From an optimization exercise on the open Yosys and OpenROAD flow, aimed at small area, a short achievable clock period and few clock cycles per item; shortcuts taken in it are not production practice.
Where RTL was checked, it was by simulation tests only, not by an equivalence proof against the original.

## xts_line_engine
module xts_line_engine (
    input  wire         clk,
    input  wire         rst,
    input  wire         in_valid,
    output wire         in_ready,
    input  wire         in_decrypt,
    input  wire [255:0] in_key1,
    input  wire [255:0] in_key2,
    input  wire [39:0]  in_line,
    input  wire [47:0]  in_gen,
    input  wire [511:0] in_data,
    output wire         out_valid,
    input  wire         out_ready,
    output wire [511:0] out_data
);
Size: ~3400 flip-flops, ~1600 I/O pins, about 260000 um^2 of cells after synthesis.
export LEC_CHECK = 0
export CAP_MARGIN = 30
export CORE_MARGIN = 2
export CORE_UTILIZATION = 45
export PLACE_DENSITY = 0.6
export SLEW_MARGIN = 30
export TNS_END_PERCENT = 0
create_clock -name core_clock -period 10.0 [get_ports {clk}]
standard.sh (not shown) runs the stock make flow with config.mk's settings and CLKGATE_MAP_FILE= SYNTH_SCRIPT=/design/flow/synth_recipe.tcl, a recipe that flattens the netlist after the stock synthesis.
==> flow/flow/run.sh <==
#!/bin/bash
# Layout flow: the standard flow (standard.sh), with the standard
# synthesis run first and unchanged, then the layout steps with:
#  - the port buffers (every input and output still gets one) made from
#    sky130_fd_sc_hd__buf_2 instead of the default choice.
# Each make run's output goes to its own log file here.
set -euo pipefail
MARGIN=$(cat flow/setup_margin.txt)
bash standard.sh synth > synth.log 2>&1
bash standard.sh SETUP_SLACK_MARGIN=$MARGIN "BUFFER_PORTS_ARGS=-buffer_cell sky130_fd_sc_hd__buf_2" finish > layout.log 2>&1
==> flow/flow/setup_margin.txt <==
6.0
The first run ran to the end with no violations.
Testbench counts at the start, summed over its fixed seeds: cycles 7,416, lines 256.
Change:
--- a/flow/design.v
+++ b/flow/design.v
@@ -424,22 +424,23 @@
         end
     endfunction
     function automatic [7:0] rcon_of(input [3:0] i);
         rcon_of = i[0] ? 8'h00 : (8'h01 << i[3:1]);
     endfunction
     reg  [4:0]   dcnt;       
     reg  [4:0]   tcnt;       
     reg          has_n;      
     reg          t_done;     
     reg          d_valid;    
     reg          out_full;   
+    reg          sw1;        
     reg          wr1;        
     reg          ld1;        
     reg          in_rdy;
     reg          n_dec;      
     reg          d_dec;      
     reg          go;         
     reg          en;         
     reg          ldsel;      
     reg          dec1;       
     reg          last2;      
     reg          en_b, ldsel_b, dec1_b, last2_b, dec2_b;
@@ -464,58 +465,60 @@
     wire ldn  = go & has_n;
     wire wr   = go & d_valid;
     wire tact = has_n & ~t_done;
     wire [4:0] dcnt_n     = d0 ? {4'd0, go} : ((dcnt == 5'd27) ? 5'd0 : dcnt + 5'd1);
     wire       d0_n       = (dcnt_n == 5'd0);
     wire       has_n_n    = acc | (has_n & ~ldn);
     wire       t_done_n   = ~(acc | ldn) & (t_done | (tact & (tcnt == 5'd27)));
     wire       d_valid_n  = go ? has_n : d_valid;
     wire       out_full_n = wr1 | (out_full & ~take);
     wire       n_dec_n    = in_rdy ? in_decrypt : n_dec;
     wire       d_dec_n    = ldn ? n_dec : d_dec;
-    wire       go_n       = d0_n & ~out_full_n &
+    wire       go_n       = d0_n & ~(d_valid_n & out_full_n) &
                             ((has_n_n & t_done_n) | (d_valid_n & ~has_n_n));
     always @(posedge clk) begin
         en_b    <= ~d0_n | go_n;
         ldsel_b <= (dcnt_n[4:1] == 4'd0);
         dec1_b  <= d0_n ? n_dec_n : d_dec_n;
         last2_b <= d0_n | (dcnt_n == 5'd27);
         dec2_b  <= d_dec_n;
     end
     always @(posedge clk) begin
         if (rst) begin
             dcnt     <= 5'd0;
             tcnt     <= 5'd0;
             has_n    <= 1'b0;
             t_done   <= 1'b0;
             d_valid  <= 1'b0;
             out_full <= 1'b0;
+            sw1      <= 1'b0;
             wr1      <= 1'b0;
             ld1      <= 1'b0;
             in_rdy   <= 1'b1;
             n_dec    <= 1'b0;
             d_dec    <= 1'b0;
             go       <= 1'b0;
             en       <= 1'b0;
             ldsel    <= 1'b1;
             dec1     <= 1'b0;
             last2    <= 1'b1;
         end else begin
             dcnt     <= dcnt_n;
             has_n    <= has_n_n;
             t_done   <= t_done_n;
             d_valid  <= d_valid_n;
             out_full <= out_full_n;
+            sw1      <= go;
             wr1      <= wr;
             ld1      <= ldn;
-            in_rdy   <= ~has_n_n | go_n;
+            in_rdy   <= ~has_n_n;
             n_dec    <= n_dec_n;
             d_dec    <= d_dec_n;
             go       <= go_n;
             en       <= ~d0_n | go_n;
             ldsel    <= (dcnt_n[4:1] == 4'd0);
             dec1     <= d0_n ? n_dec_n : d_dec_n;
             last2    <= d0_n | (dcnt_n == 5'd27);
             if (acc)
                 tcnt <= 5'd1;
             else if (tact)
                 tcnt <= tcnt + 5'd1;
@@ -565,67 +568,63 @@
     endgenerate
     wire [127:0] rk2 = d_dec ? (last2 ? k1c_hi : k1c_hi_imc) : k1c[127:0];
     always @(posedge clk)
         rk0 <= n_dec ? k1n[127:0] : k1n[255:128];
     wire [127:0] tn2 = mul_a(mul_a(tn));
     wire [127:0] tc2 = mul_a(mul_a(tc));
     wire [127:0] r2_0, r2_1;
     wire [127:0] res0 = bswap128(r2_0) ^ tc;
     wire [127:0] res1 = bswap128(r2_1) ^ tc2;
     data_unit u_d0 (
         .clk(clk), .en(en), .ldsel(ldsel),
-        .ld(bswap128(obuf[255:128]) ^ (bswap128(tn) ^ rk0)),
+        .ld(bswap128(buffer[127:0]) ^ (bswap128(tn) ^ rk0)),
         .dec1(dec1), .dec2(d_dec), .last2(last2), .rk(rk2), .r2(r2_0)
     );
     data_unit u_d1 (
         .clk(clk), .en(en_b), .ldsel(ldsel_b),
-        .ld(bswap128(obuf[511:384]) ^ (bswap128(tn2) ^ rk0)),
+        .ld(bswap128(buffer[383:256]) ^ (bswap128(tn2) ^ rk0)),
         .dec1(dec1_b), .dec2(dec2_b), .last2(last2_b), .rk(rk2), .r2(r2_1)
     );
     wire [3:0]   kc_q   = dcnt[4:1];
     wire [3:0]   kc_idx = d_dec ? (4'd12 - kc_q) : kc_q;
     wire [71:0]  kc_p;
     wire [31:0]  kc_s;
     wire [255:0] k1c_next;
     key_step_a    u_kca (.k(k1c), .inv(d_dec), .rot(~kc_idx[0]), .p(kc_p));
     key_step_sub  u_kcs (.p(kc1), .s(kc_s));
     key_step_next u_kcn (.k(k1c), .s(kc_s), .inv(d_dec), .rcon(rcon_of(kc_i)), .kn(k1c_next));
     always @(posedge clk) begin
         kc1  <= kc_p;
         kc_i <= kc_idx;
         if (ldn)
             k1c <= k1n;
         else if (~dcnt[0] & ~d0)
             k1c <= k1c_next;
         if (go)
             tc <= mul_a(tc);
         else if (ld1)
             tc <= mul_ainv(tn);
     end
-    always @(posedge clk)
-        if (in_rdy)
+    always @(posedge clk) begin
+        if (in_rdy) begin
             buffer <= in_data;
-    wire pre_ld = go_n & has_n_n;    
+        end else if (go) begin
+            buffer[127:0]   <= buffer[255:128];
+            buffer[383:256] <= buffer[511:384];
+        end
+    end
     always @(posedge clk) begin
-        if (wr) begin
-            obuf[127:0]   <= res0;
-            obuf[383:256] <= res1;
-        end
-        if (pre_ld) begin
-            obuf[255:128] <= buffer[127:0];
-            obuf[511:384] <= buffer[383:256];
-        end else if (ldn) begin
-            obuf[255:128] <= buffer[255:128];
-            obuf[511:384] <= buffer[511:384];
-        end else if (wr1) begin
+        if (wr | wr1) begin
+            obuf[127:0]   <= obuf[255:128];
             obuf[255:128] <= res0;
+            obuf[383:256] <= obuf[511:384];
             obuf[511:384] <= res1;
         end
     end
 endmodule
 module data_unit (
     input  wire         clk,
     input  wire         en,
     input  wire         ldsel,
     input  wire [127:0] ld,
     input  wire         dec1,
     input  wire         dec2,
Effect: Die area decreases by 0.95%. Cell area increases by 2.1%. Global-route usage decreases by 1.7 points. Worst hold slack improved by 4.9 ps. Non-clock buffer count increases by 487.
Only the layout flow was run in the second run of this note; the RTL was not checked for function there.

## what the ideal ports hide
The results above use ideal ports. As a check the final layouts listed here were re-extracted and re-timed, cells and wires unchanged.
Step 1, drivers: a clkbuf_16 drives clk and a buf_2 each remaining input, both assumed.
Step 2, shift: input delay + t, output delay - t, t = (earliest + latest rising clock arrival at the registers) / 2. This alone moves slack from input paths to output paths.
Slacks: ideal ports / drivers / drivers and shift; pairs: ideal ports / drivers.
run	shift t [ns]	setup WS [ns]	clock arrival spread, ns
the first run	1.251	5.307 / 5.307 / 4.219	0.145 / 0.144
the second run	1.188	5.441 / 5.396 / 4.516	0.132 / 0.131
After both steps setup and hold are still met in every run listed. The setup slack of the first run, which loses most, moves by 0.000 ns with the drivers and by -1.088 ns with both steps.
